Source: an optimization exercise on an open RTL-to-GDS flow (aim: small area and a short achievable clock period). Production flows keep margins and buffers that such runs may drop.
RTL that was checked went through simulation tests only; none was proved equivalent to the original.
Function not checked in run 2: the RTL went through the layout flow alone.
Power and IR drop assume default switching activity.

==> design/flow/design.v <==
module tread_alu (
    input  wire        clk,
    input  wire        rst,
    input  wire        in_valid,
    input  wire [4:0]  in_code,
    input  wire        in_to_flags,    
    input  wire [63:0] in_x,
    input  wire [63:0] in_y,
    output reg         out_valid,
    output reg  [63:0] out_result,
    output reg  [5:0]  flags
);
    localparam [4:0] OP_ADD    = 5'h00;
    localparam [4:0] OP_SUB    = 5'h01;
    localparam [4:0] OP_ADC    = 5'h02;
    localparam [4:0] OP_SBC    = 5'h03;
    localparam [4:0] OP_AND    = 5'h04;
    localparam [4:0] OP_OR     = 5'h05;
    localparam [4:0] OP_XOR    = 5'h06;
    localparam [4:0] OP_ANDN   = 5'h07;
    localparam [4:0] OP_SHL    = 5'h08;
    localparam [4:0] OP_SHR    = 5'h09;
    localparam [4:0] OP_SAR    = 5'h0A;
    localparam [4:0] OP_ROL    = 5'h0B;
    localparam [4:0] OP_CMPEQ  = 5'h0C;
    localparam [4:0] OP_CMPLT  = 5'h0D;
    localparam [4:0] OP_CMPLTU = 5'h0E;
    localparam [4:0] OP_MIN    = 5'h0F;
    localparam [4:0] OP_MAX    = 5'h10;
    localparam [4:0] OP_MINU   = 5'h11;
    localparam [4:0] OP_MAXU   = 5'h12;
    localparam [4:0] OP_POPC   = 5'h13;
    localparam [4:0] OP_CLZ    = 5'h14;
    localparam [4:0] OP_CTZ    = 5'h15;
    localparam [4:0] OP_BREV   = 5'h16;
    localparam F_C  = 0;
    localparam F_V  = 1;
    localparam F_Z  = 2;
    localparam F_N  = 3;
    localparam F_DZ = 4;
    localparam F_VS = 5;
    wire [5:0] sh = in_y[5:0];
    wire       cin = flags[F_C];
    wire [64:0] add_u = {1'b0, in_x} + {1'b0, in_y} +
                        {64'd0, (in_code == OP_ADC) & cin};
    wire [64:0] add_s = {in_x[63], in_x} + {in_y[63], in_y} +
                        {64'd0, (in_code == OP_ADC) & cin};
    wire [64:0] sub_u = {1'b0, in_x} - {1'b0, in_y} -
                        {64'd0, (in_code == OP_SBC) & cin};
    wire [64:0] sub_s = {in_x[63], in_x} - {in_y[63], in_y} -
                        {64'd0, (in_code == OP_SBC) & cin};
    wire signed [63:0] sx = in_x;
    wire signed [63:0] sy = in_y;
    reg [6:0] popc;
    integer i;
    always @(*) begin
        popc = 7'd0;
        for (i = 0; i < 64; i = i + 1)
            popc = popc + {6'd0, in_x[i]};
    end
    reg [6:0] clz;
    always @(*) begin
        clz = 7'd64;
        for (i = 0; i < 64; i = i + 1)
            if (in_x[i]) clz = 63 - i;
    end
    reg [6:0] ctz;
    always @(*) begin
        ctz = 7'd64;
        for (i = 63; i >= 0; i = i - 1)
            if (in_x[i]) ctz = i;
    end
    reg [63:0] brev;
    always @(*) begin
        for (i = 0; i < 64; i = i + 1)
            brev[i] = in_x[63 - i];
    end
    reg [63:0] res;
    reg        set_cvzn;    
    reg        set_zn;      
    reg        chain;       
    reg        c_new;
    reg        v_new;
    always @(*) begin
        res      = 64'd0;
        set_cvzn = 1'b0;
        set_zn   = 1'b0;
        chain    = 1'b0;
        c_new    = 1'b0;
        v_new    = 1'b0;
        case (in_code)
            OP_ADD, OP_ADC: begin
                res      = add_u[63:0];
                set_cvzn = 1'b1;
                chain    = (in_code == OP_ADC);
                c_new    = add_u[64];
                v_new    = add_s[64] ^ add_s[63];
            end
            OP_SUB, OP_SBC: begin
                res      = sub_u[63:0];
                set_cvzn = 1'b1;
                chain    = (in_code == OP_SBC);
                c_new    = sub_u[64];
                v_new    = sub_s[64] ^ sub_s[63];
            end
            OP_AND:    begin res = in_x & in_y;  set_zn = 1'b1; end
            OP_OR:     begin res = in_x | in_y;  set_zn = 1'b1; end
            OP_XOR:    begin res = in_x ^ in_y;  set_zn = 1'b1; end
            OP_ANDN:   begin res = in_x & ~in_y; set_zn = 1'b1; end
            OP_SHL:    res = in_x << sh;
            OP_SHR:    res = in_x >> sh;
            OP_SAR:    res = sx >>> sh;
            OP_ROL:    res = (in_x << sh) | (in_x >> (7'd64 - {1'b0, sh}));
            OP_CMPEQ:  res = {63'd0, in_x == in_y};
            OP_CMPLT:  res = {63'd0, sx < sy};
            OP_CMPLTU: res = {63'd0, in_x < in_y};
            OP_MIN:    res = (sx <= sy) ? in_x : in_y;
            OP_MAX:    res = (sx >= sy) ? in_x : in_y;
            OP_MINU:   res = (in_x <= in_y) ? in_x : in_y;
            OP_MAXU:   res = (in_x >= in_y) ? in_x : in_y;
            OP_POPC:   res = {57'd0, popc};
            OP_CLZ:    res = {57'd0, clz};
            OP_CTZ:    res = {57'd0, ctz};
            OP_BREV:   res = brev;
            default:   res = 64'd0;
        endcase
    end
    wire res_zero = (res == 64'd0);
    reg [5:0] flags_next;
    always @(*) begin
        flags_next = flags;
        if (in_to_flags) begin
            flags_next = res[5:0];
        end else if (set_cvzn) begin
            flags_next[F_C]  = c_new;
            flags_next[F_V]  = v_new;
            flags_next[F_VS] = flags[F_VS] | v_new;
            flags_next[F_Z]  = res_zero & (~chain | flags[F_Z]);
            flags_next[F_N]  = res[63];
        end else if (set_zn) begin
            flags_next[F_Z]  = res_zero;
            flags_next[F_N]  = res[63];
        end
    end
    always @(posedge clk) begin
        if (rst) begin
            out_valid  <= 1'b0;
            out_result <= 64'd0;
            flags      <= 6'd0;
        end else begin
            out_valid <= in_valid;
            if (in_valid) begin
                out_result <= res;
                flags      <= flags_next;
            end
        end
    end
endmodule
==> design/flow/run.sh <==
#!/bin/bash
# synth_recipe.tcl (not shown) runs the flow's synth.tcl, then flattens the netlist and writes it again
# the make line also repeats each setting of config.mk as NAME=value (left out here)
make -C /OpenROAD-flow-scripts/flow DESIGN_CONFIG=/design/flow/config.mk WORK_HOME=/design/flow/orfs CLKGATE_MAP_FILE= SYNTH_SCRIPT=/design/flow/synth_recipe.tcl finish
==> design/flow/config.mk <==
export PLATFORM = sky130hd
export DESIGN_NAME = tread_alu
export DESIGN_NICKNAME = tread_alu
export VERILOG_FILES = /design/flow/design.v
export SDC_FILE = /design/flow/constraint.sdc
export NUM_CORES = 8
export LEC_CHECK = 0
export CAP_MARGIN = 20
export CORE_MARGIN = 2
export CORE_UTILIZATION = 40
export SLEW_MARGIN = 20
==> design/flow/constraint.sdc <==
create_clock -name core_clock -period 13.0 [get_ports {clk}]
set_input_delay 2.6000 -clock core_clock [delete_from_list [all_inputs] [get_ports {clk}]]
set_output_delay 2.6000 -clock core_clock [all_outputs]
set_load 0.01 [all_outputs]
==> impl.org, run 1 <==
** Drt
- In this run the remaining antenna-violating nets after routing total 0.
- First-pass DRT Iterations :: 13
- WL/cell :: approximately 44 um
- For this run, design rule violations remaining after detail routing come to 0.
- Sum of routed wire length over all layers :: approximately 260000 um
- Across all layers, the routed design uses 46100 vias.
- Detailed-route vias per instance :: around 7.8
- Count of routing violations after the opening detailed-route iteration :: 9274

** STA
- Setup violations remaining at the end of the flow were counted as 0.
- For the finished layout, the period the worst path requires is 12.39 ns.
- Based on the critical path, the design can be clocked at up to 80.7 MHz.
- Fin Setup TNS :: 0 ns
- Final hold analysis gives a worst-case slack of 0.488 ns.
- Final clock skew :: ~0.012 ns
- Slew Limit Headroom :: 5.86%
- Setup repair after global routing missed its margin :: no
- The final critical path takes up about 95% of the cycle.
- Hold violation count in the final report :: 0
- The count of pins over their slew limit is 0.
- Measured slew at the worst slew-check pin :: 1.40 ns

** GRT
- Vias in the first global route :: 42100
- Global-route track usage on met3 :: 31.0%
- Global routing used 75.7% of the available met2 tracks.
- First-pass GRT wire length :: 351000 um
- In this run the most used layer during global routing was met2.
- For met1 alone, demand over resource in global routing was 63.3%.
- Largest net degree at the start of global routing :: ~120
- Congestion Overflow GR :: 0
- Global routing used 56.5% of the available tracks across all layers.
- Number of antenna violations at the first check in global routing :: approximately 50

** Clock tree
- Total clock buffers created by CTS :: 9
- Clock-pin slew was measured on the worst setup and hold paths at 0.07 ns.
- Clock tree from TritonCTS :: yes
- The tree is rooted in a clkbuf_16.
- After clock tree synthesis, the repair step resized 0 gates.
- Hold_buf cts :: 0
- The H-tree generated during clock tree synthesis spans 3 levels.
- Once the clock tree was built, the setup fixing pass inserted 0 buffers.
- Clock latency on the worst-skew pair :: 0.37 ns
- Counting along the longest clock path gives a buffer depth of 2.
- The clock drives 71 sinks.

** Worst setup path
- Class of the most critical setup path :: in -> reg
- The slowest stage of the critical path is the clkdlybuf4s50_1 cell.
- The worst setup path is launched from an input pin.
- Required time at the worst-slack endpoint :: 13.32 ns
- Arrival @ worst endpoint :: 12.71 ns
- Biggest fanout along the worst timing path :: 3
- Largest stage delay on the critical path :: 0.78 ns
- Top cell by count, worst path :: fa_1
- Category of the worst setup path capture point :: flop

** Floorplan
- The die is between 200 and 300 um tall.
- The floorplan step defined a die boundary enclosing 0.0884 mm2.
- The floorplan has 107 rows.
- In this run the horizontal extent of the chip is 297 um.
- Ports placed on the boundary :: 208
- Effective utilization at floorplan :: around two fifths
- Core box area :: around 0.085 mm2

** Finish
- Area growth syn-to-layout :: 10.6%
- Ratio of cells with drive above 1 in the final layout :: 10.7%
- After routing the design area is 0.0380 mm2.
- The net count of the finished layout is 5261.

** Pwr
- Peak supply drop :: around 0.31 mV
- The analysis attributes to cell leakage a power of 15.5 nW.
- Power spread over the standard cell area amounts to 108 mW/mm2.

** Logic synthesis
- Synthesis instantiated ~110 different standard cells from the library.
- The biggest area contributor in the post-synthesis netlist is ha_1.
- Counting flops with a built-in enable in the synthesized netlist gives 0.
- Synthesized area divided by synthesized cell count :: 7.25 um2
- Summing the sequential cell areas from Yosys gives 4.13% of the chip area.
- By area the synthesized netlist is led by ha_1 (12%), mux4_2 (8.7%), mux2i_1 (5.4%), nand2_1 (5.4%), a21oi_1 (4.5%).
- Gate Count Post-Synth :: 4742
- After synthesis, the share of flip-flops with an asynchronous set or reset is 0%.
- Yosys synthesis warning count :: 1
- Cell Area, Synth :: 0.0344 mm2
- In this run the biggest area consumer among cell types represents 12.2% of the synthesized area.
- Library cell with the highest instance count after synthesis :: nand2_1
- In the synthesized netlist the dominant register cell turns out to be dfxtp_1.
- Ranked by instance count, the synthesized netlist is headed by nand2_1 (496), nor2_1 (389), ha_1 (336).
- Counting flops and latches in the post-synthesis netlist gives 71.
- When the netlist entered floorplanning its net count stood at 5273.

** Place
- After detailed placement, the total cell area comes to between 0.03 and 0.04 mm2.
- DP Wirelength :: 200000 um
- At the end of routability-driven placement, the weighted congestion stood at 1.18.
- Count of buffers from port buffering :: 207

** Job
- The tool flagged a number of max-cap violations equal to 0.

** Hold path
- Worst hold path class :: reg -> reg

** Outcome
- The run finished with no timing, DRC or antenna violations.
logic make-up after synthesis:
| group | after synthesis | synth area share [%] |
|---|---|---|
| buffers and inverters | 737 | 9.10 |
| multiplexers | 407 | 17.5 |
| flip-flops | 71 | 4.13 |
| XOR/XNOR | 155 | 4.08 |
| AND/OR/NAND/NOR | 1449 | 19.5 |
| adder cells (fa/ha/maj) | 394 | 15.6 |
| AO/OA/AOI/OAI | 1529 | 30.2 |
per-stage QoR:
step	power [mW]	setup slack (ns)	cells	utilization (%)
6_report	4.10	0.605	5920	44.7
5_1_grt	4.31	0.368	5883	44.6
4_1_cts	3.94	0.942	5878	44.5
3_5_place_dp	3.65	0.607	5862	44.2
3_3_place_gp	3.66	0.647	5861	44.1
2_1_floorplan	2.46	2.32	4742	-
per-layer routing:
layer / wire length, um / vias up
met2: 96300 / 4890
met1: 88600 / 21800
met4: 32000 / 42
li1: - / 17700
met3: 43400 / 1679
met5: 662 / -
cells in the final DEF (no fill, tap or decap), drive strengths merged, types with 58 or more instances in the layout:
| cell | n |
|---|---|
| a211oi | 124 |
| a21o | 63 |
| a21oi | 307 |
| a221oi | 87 |
| a22oi | 60 |
| a31oi | 75 |
| buf | 208 |
| clkdlybuf4s50 | 199 |
| dfxtp | 71 |
| fa | 58 |
| ha | 336 |
| inv | 303 |
| mux2 | 76 |
| mux2i | 187 |
| mux4 | 144 |
| nand2 | 497 |
| nand3 | 138 |
| nor2 | 390 |
| nor3 | 98 |
| o211ai | 82 |
| o21ai | 304 |
| xnor2 | 121 |
power breakdown:
group,switching [mW],internal (mW),total (mW)
registers,0.0262,0.239,0.265
logic,2.26,1.30,3.56
clock network,0.119,0.160,0.279
registers in the layout (all words and copies together) (netlist names):
name and count:
out_result 64, out_valid 1, flags 6
critical path, delay by kind of cell:
kind | cells | cell delay, ns
simple gates | 7 | 1.84
fa+ha+maj | 10 | 4.76
buf+inv | 7 | 1.25
compound gates | 5 | 2.25
area by class of cell:
cell class	instances	area, um2
Fill cell	8935	47100
Antenna cell	41	103
Multi-Input combinational cell	3934	30000
Sequential cell	71	1420
Clock buffer	12	256
Inverter	306	1150
Tap cell	1144	1430
Clock inverter	4	52.6
Timing Repair Buffer	408	3620
worst paths after layout:
check                                    start             end  slack, ns  cells after the start
worst min register to register  out_result[35]  out_result[35]       0.49                      2
worst max register to register        flags[0]        flags[0]       4.78                     21
worst max-delay path                  in_x[63]        flags[2]       0.61                     29
worst min-delay path            out_result[35]  out_result[35]       0.49                      2
==> inputs of run 2 (changes only) <==
==> design/flow/design.v (replaced) <==
module tread_alu (
    input  wire        clk,
    input  wire        rst,
    input  wire        in_valid,
    input  wire [4:0]  in_code,
    input  wire        in_to_flags,    
    input  wire [63:0] in_x,
    input  wire [63:0] in_y,
    output reg         out_valid,
    output wire [63:0] out_result,
    output wire [5:0]  flags
);
    localparam F_C  = 0;
    localparam F_V  = 1;
    localparam F_Z  = 2;
    localparam F_N  = 3;
    localparam F_DZ = 4;
    localparam F_VS = 5;
    integer i;
    wire [4:0]  c = in_code;
    wire [63:0] x = in_x;
    wire [63:0] y = in_y;
    wire op_add    = (c == 5'h00);
    wire op_adc    = (c == 5'h02);
    wire op_arith  = (c[4:2] == 3'b000);
    wire op_logic  = (c[4:2] == 3'b001);
    wire op_shift  = (c[4:2] == 3'b010);
    wire op_cmpeq  = (c == 5'h0C);
    wire op_cmplt  = (c == 5'h0D);
    wire op_cmpltu = (c == 5'h0E);
    wire op_min    = (c == 5'h0F);
    wire op_max    = (c == 5'h10);
    wire op_minu   = (c == 5'h11);
    wire op_maxu   = (c == 5'h12);
    wire op_popc   = (c == 5'h13);
    wire op_clz    = (c == 5'h14);
    wire op_ctz    = (c == 5'h15);
    wire op_brev   = (c == 5'h16);
    wire        sub = ~(op_add | op_adc);
    wire [63:0] b   = y ^ {64{sub}};
    wire [64:0] s0  = {1'b0, x} + {1'b0, b};
    wire        c0  = s0[64];
    wire        eq  = &(x ~^ y);
    wire        lt_u = ~(c0 | eq);                      
    wire        lt_s = (x[63] ^ y[63]) ? x[63] : lt_u;  
    wire        lt   = (op_minu | op_maxu) ? lt_u : lt_s;
    wire        cmp  = op_cmpeq & eq | op_cmplt & lt_s | op_cmpltu & lt_u;
    wire        sel_x = (op_min | op_minu) & lt | (op_max | op_maxu) & ~lt;
    wire        sel_y = (op_min | op_minu) & ~lt | (op_max | op_maxu) & lt;
    reg [63:0] lres;
    always @(*) begin
        case (c[1:0])
            2'd0: lres = x & y;
            2'd1: lres = x | y;
            2'd2: lres = x ^ y;
            default: lres = x & ~y;
        endcase
    end
    wire [5:0] s      = y[5:0];
    wire       right  = c[0] ^ c[1];                  
    wire       is_rol = c[0] & c[1];
    wire [5:0] r      = right ? (6'd0 - s) : s;
    wire [63:0] rot1 = r[0] ? {x[62:0],    x[63]}       : x;
    wire [63:0] rot2 = r[1] ? {rot1[61:0], rot1[63:62]} : rot1;
    wire [63:0] rot3 = r[2] ? {rot2[59:0], rot2[63:60]} : rot2;
    wire [63:0] rot4 = r[3] ? {rot3[55:0], rot3[63:56]} : rot3;
    wire [63:0] rot5 = r[4] ? {rot4[47:0], rot4[63:48]} : rot4;
    wire        fill = c[1] & ~c[0] & x[63];          
    reg  [63:0] keep;    
    reg  [63:0] sres;    
    reg  [6:0]  j;
    always @(*) begin
        for (i = 0; i < 64; i = i + 1) begin
            j = i[6:0] ^ {1'b0, r[5], 5'd0};
            keep[i] = is_rol | (right ? (j + {1'b0, s} <= 7'd63)
                                      : (j >= {1'b0, s}));
            sres[i] = keep[i] ? rot5[i] : fill;
        end
    end
    reg [3:0] pbyte [0:7];
    always @(*) begin
        for (i = 0; i < 8; i = i + 1)
            pbyte[i] = $countones(x[8*i +: 8]);
    end
    wire [31:0] ppart = {pbyte[7], pbyte[6], pbyte[5], pbyte[4],
                         pbyte[3], pbyte[2], pbyte[1], pbyte[0]};
    reg [6:0] clz;
    always @(*) begin
        clz = 7'd64;
        for (i = 0; i < 64; i = i + 1)
            if (x[i]) clz = 63 - i;
    end
    reg [6:0] ctz;
    always @(*) begin
        ctz = 7'd64;
        for (i = 63; i >= 0; i = i - 1)
            if (x[i]) ctz = i;
    end
    reg [63:0] brev;
    always @(*) begin
        for (i = 0; i < 64; i = i + 1)
            brev[i] = x[63 - i];
    end
    wire [63:0] mid_d = {64{op_arith}} & s0[63:0]
                      | {64{op_logic}} & lres
                      | {64{op_shift}} & sres
                      | {64{sel_x}} & x
                      | {64{sel_y}} & y
                      | {64{op_brev}} & brev
                      | {32'd0, {32{op_popc}} & ppart}
                      | {57'd0, {7{op_clz}} & clz | {7{op_ctz}} & ctz}
                      | {63'd0, cmp};
    reg [63:0] mid;
    reg        m_arith, m_sub, m_carry, m_chain, m_logic, m_popc, m_swap;
    reg        m_tf, m_c0, m_x63, m_b63;
    reg [5:0]  fl;       
    always @(posedge clk) begin
        mid     <= mid_d;
        m_arith <= op_arith;
        m_sub   <= sub;
        m_carry <= c[1];             
        m_chain <= c[1];
        m_logic <= op_logic;
        m_popc  <= op_popc;
        m_swap  <= op_shift & r[5];
        m_tf    <= in_to_flags;
        m_c0    <= c0;
        m_x63   <= x[63];
        m_b63   <= b[63];
        if (rst) begin
            out_valid <= 1'b0;
            fl        <= 6'd0;
        end else begin
            out_valid <= in_valid;
            fl        <= flags;
        end
    end
    wire inc = m_arith & (m_carry ? (fl[F_C] ^ m_sub) : m_sub);
    reg [64:0] ones;     
    always @(*) begin
        ones[0] = 1'b1;
        for (i = 1; i <= 64; i = i + 1)
            ones[i] = ones[i-1] & mid[i-1];
    end
    wire [6:0] pc = ((mid[3:0] + mid[7:4]) + (mid[11:8] + mid[15:12]))
                  + ((mid[19:16] + mid[23:20]) + (mid[27:24] + mid[31:28]));
    wire [63:0] sum = mid ^ ({64{inc}} & ones[63:0]);
    assign out_result = m_swap ? {mid[31:0], mid[63:32]} :
                        m_popc ? {57'd0, pc} : sum;
    wire cout     = m_c0 | (inc & ones[64]);
    wire mid_zero = ~|mid;
    wire v_new    = (m_x63 == m_b63) & (sum[63] != m_x63);
    reg [5:0] f_new;
    always @(*) begin
        f_new = fl;
        if (m_tf) begin
            f_new = out_result[5:0];
        end else if (m_arith) begin
            f_new[F_C]  = cout ^ m_sub;
            f_new[F_V]  = v_new;
            f_new[F_VS] = fl[F_VS] | v_new;
            f_new[F_Z]  = (inc ? ones[64] : mid_zero) & (~m_chain | fl[F_Z]);
            f_new[F_N]  = sum[63];
        end else if (m_logic) begin
            f_new[F_Z]  = mid_zero;
            f_new[F_N]  = mid[63];
        end
    end
    assign flags = out_valid ? f_new : fl;
endmodule
==> impl.org, run 2 <==
** GRT
- Congestion Overflow GR :: 0
- Global routing used around two fifths of the available tracks across all layers.
- Vias in the first global route :: 27300
- First-pass GRT wire length :: just under 200000 um
- Entering global routing, the biggest net connects 89 pins.
- Number of antenna violations at the first check in global routing :: 9

** STA
- Of the available clock period, the critical path in the final layout requires 72.5%.
- Measured against its own limit, the worst slew margin works out to 23.8%.
- Setup slack on the critical path of the routed design comes to ~3.6 ns.
- Adding up every negative setup slack in the final design gives 0 ns.
- Final-report setup violation count :: 0
- Hold violation count in the final report :: 0
- The clock arrives with roughly 0.015 ns of skew.
- At the pin with the least slew margin, the transition time is 1.13 ns.
- Worst hold slack across all endpoints :: 0.576 ns
- Maximum frequency from static timing analysis :: 106 MHz
- Final period demand of the worst path :: roughly 9.4 ns
- Fin. max-slew vios :: 0
- Setup repair after global routing left no endpoint under its margin.

** Finish
- The register with the most flip-flops in the layout has 64 of them.
- Number of filler cells placed in the layout :: 6348
- Final-stage net count :: about 3800
- The area growth from synthesis to layout is 12.1%.
- The library cell used most frequently in the layout, excluding fill and tap cells, is a21oi_1.
- Top flop regs :: mid (64), fl (6)
- Ratio of cells with drive above 1 in the final layout :: under 10%
- Commonest cells after routing, fill and taps aside :: a21oi_1 (308), nand2_1 (282), xnor2_1 (243)
- Largest register by flop count :: mid

** Place
- Worst slack, placed :: 3.50 ns
- DP Wirelength :: 103000 um
- In this run the tool buffered the top-level ports with 207 buffer cells.
- Final RePlAce weighted congestion :: 1.06

** Logic synthesis
- Gate Count Post-Synth :: 3379
- In this run the biggest area consumer among cell types represents roughly a tenth of the synthesized area.
- Yosys synthesis warning count :: 2
- The average instance in the mapped netlist occupies 7.43 um2.
- Share of synthesized area occupied by flip-flops and latches :: 6.46%
- Flip-flop and latch count after synthesis :: 81
- Commonest cells in the netlist :: a21oi_1 (308), nand2_1 (283), xnor2_1 (245)
- Counting flops with a built-in enable in the synthesized netlist gives 0.
- Cell type with the highest aggregate area in the netlist :: ha_1
- Count of unique library cells instantiated by Yosys :: 95
- Among all flip-flop cells after synthesis, the most frequent one is dfxtp_1.
- Library cell with the highest instance count after synthesis :: a21oi_1
- Cell Area, Synth :: 0.0251 mm2
- Of all flip-flops after synthesis, the portion carrying an async set or reset was 0%.
- Synthesis produced a netlist with a net count of 3772.
- Sorting the synthesized cells by area gives the leading types as ha_1 (9.8%), mux2i_1 (9.0%), xnor2_1 (8.5%), dfxtp_1 (6.5%), a21oi_1 (6.1%).

** Clock tree
- Buffers inserted to repair hold after CTS numbered 0.
- No sink is reached through more buffers than the 2 on the longest clock path.
- Total clock buffers created by CTS :: 9
- Once the clock tree was built, the setup fixing pass inserted 0 buffers.
- Post-cts sizing count :: 0
- Root buffer cell :: clkbuf_16
- After clock tree synthesis, the clock-pin slew on the worst setup and hold paths is 0.08 ns.
- TritonCTS built the clock tree.
- # H-tree levels :: 3
- Clock latency on the worst-skew pair :: between 0.3 and 0.4 ns
- CTS saw 81 sinks.

** Worst setup path
- The worst setup path is launched from an input pin.
- The worst setup path is captured at a flop.
- Required time at the worst-slack endpoint :: roughly 13 ns
- The critical path in this run is classified as in -> reg.
- Arrival @ worst endpoint :: 9.71 ns
- Along the worst path, the maximum fanout reaches 27.

** Floorplan
- The die covers 0.0648 mm2.
- The initialized floorplan defines 91 standard-cell rows.
- Horizontal die dimension :: between 200 and 300 um
- Core box area :: between 0.06 and 0.07 mm2
- The die is 254 um tall.
- Effective utilization at floorplan :: 40.6%
- Ports placed on the boundary :: 208

** Drt
- Sum of routed wire length over all layers :: 136000 um
- Summing over every cut layer, the via total after detailed routing is between 20000 and 30000.
- First-pass DRT Iterations :: 7
- In the routed design, unresolved DRC markers number 0.
- Dividing the detail-routed wire length by the instance count gives between 30 and 40 um.
- Antenna viol nets, final :: 0
- The first routing iteration left 4784 violations.
- Detailed-route vias per instance :: 6.88

** Pwr
- VDD sags by at most 0.0759 mV.
- Power per unit of standard cell area :: 98.1 mW/mm2
- The analysis attributes to cell leakage a power of 11.2 nW.

** Outcome
- The flow ran to the end and the layout has no timing, DRC or antenna violations.

** Hold path
- Worst hold path class :: reg -> reg

** Job
- Across the run, the number of max-cap violations was 0.
==> run 2: cell count changes in the layout (fill, tap and decap cells not counted), sizes merged, moves of 65 or more <==
| cell | delta |
|---|---|
| inv | -65 |
| buf | -112 |
| nor2 | -235 |
| mux4 | -86 |
| ha | -140 |
| a211oi | -69 |
| nand3 | -65 |
| nand2 | -213 |
| xnor2 | +126 |
| o21ai | -77 |
==> run 2: cell families after synthesis <==
kind of cell | Yosys count | share of synthesized area [%]
buf+inv | 531 | 8.29
flops | 81 | 6.46
simple gates | 817 | 15.8
mux | 301 | 15.0
fa+ha+maj | 256 | 14.6
xor+xnor | 331 | 11.7
compound gates | 1062 | 28.2
==> run 2: area by class of cell <==
type / count / area, um2 / area share [%]
Inverter: 239 / 897 / 3.19
Tap cell: 837 / 1050 / 3.72
Sequential cell: 81 / 1620 / 5.77
Antenna cell: 3 / 7.51 / 0.0267
Timing Repair Buffer: 303 / 2790 / 9.92
Multi-Input combinational cell: 2767 / 21500 / 76.4
Clock inverter: 4 / 26.3 / 0.0934
Clock buffer: 12 / 256 / 0.912
==> run 2: through the flow <==
stage	instances	power, mW	util, %	instance area, um2
after global routing	4243	2.89	45.5	28100
final	4246	2.76	45.5	28100
after floorplan	3379	1.63	-	25100
after global placement	4226	2.39	45.0	27800
after detailed placement	4227	2.39	45.0	27800
after CTS	4243	2.67	45.5	28100
==> run 2: worst paths after layout <==
kind                 from       to  slack, ns  depth (start not counted)
setup / recovery  in_y[4]  mid[39]       3.58                         17
hold / removal      fl[5]    fl[5]       0.58                          2
setup reg to reg  mid[13]    fl[4]       8.18                         17
hold reg to reg     fl[5]    fl[5]       0.58                          2
==> run 2: power by group <==
| part | internal, mW | switching (mW) |
|---|---|---|
| combinational | 0.801 | 1.25 |
| clock | 0.140 | 0.136 |
| sequential | 0.288 | 0.138 |
| total | 1.23 | 1.53 |
==> run 2: per-layer routing <==
metal | up-vias | global-route usage [%] | routed length [um]
li1 | 12500 | - | -
met2 | 2343 | 58.1 | 54100
met3 | 541 | 14.4 | 20400
met5 | - | 0 | 80
met4 | 12 | 24.4 | 9980
met1 | 13800 | 52.5 | 51000
==> run 2: critical path: stages <==
cell and delay, ns:
clkdlybuf4s50_1 0.45, buf_4 0.43, clkinv_1 0.71, ha_1 0.61
nand2_1 0.27, o21ai_0 0.17, xnor2_1 0.61, inv_1 0.30
ha_1 0.67, ha_1 0.97, nand2_1 0.31, o21ai_0 0.24
a21oi_1 0.06, a211oi_1 0.43, a21oi_1 0.21, a221o_1 0.39
a221o_1 0.25

-- separate check: timing with driven ports --
In the flow no input, the clock included, has a driving cell. The finished layouts below were timed again as built, in two steps.
Step 1, drivers: a clkbuf_16 drives clk and a buf_2 each remaining input, both assumed.
Step 2 also shifts input and output timing later by t, the mid clock arrival at the registers, as if the neighbouring blocks saw the same clock.
a / b / c = no drivers / after step 1 / after step 2; a / b = the first two.
run | shift t [ns] | slack for setup (ns) | cell pins on the clock port's net
run 1 | 0.420 | 0.605 / 0.636 / 0.215 | 1
run 2 | 0.446 | 3.581 / 3.617 / 3.172 | 1
After both steps setup and hold are still met in every run listed. For run 2, which loses most, drivers alone change the setup slack by +0.036 ns; drivers and shift together by -0.409 ns.
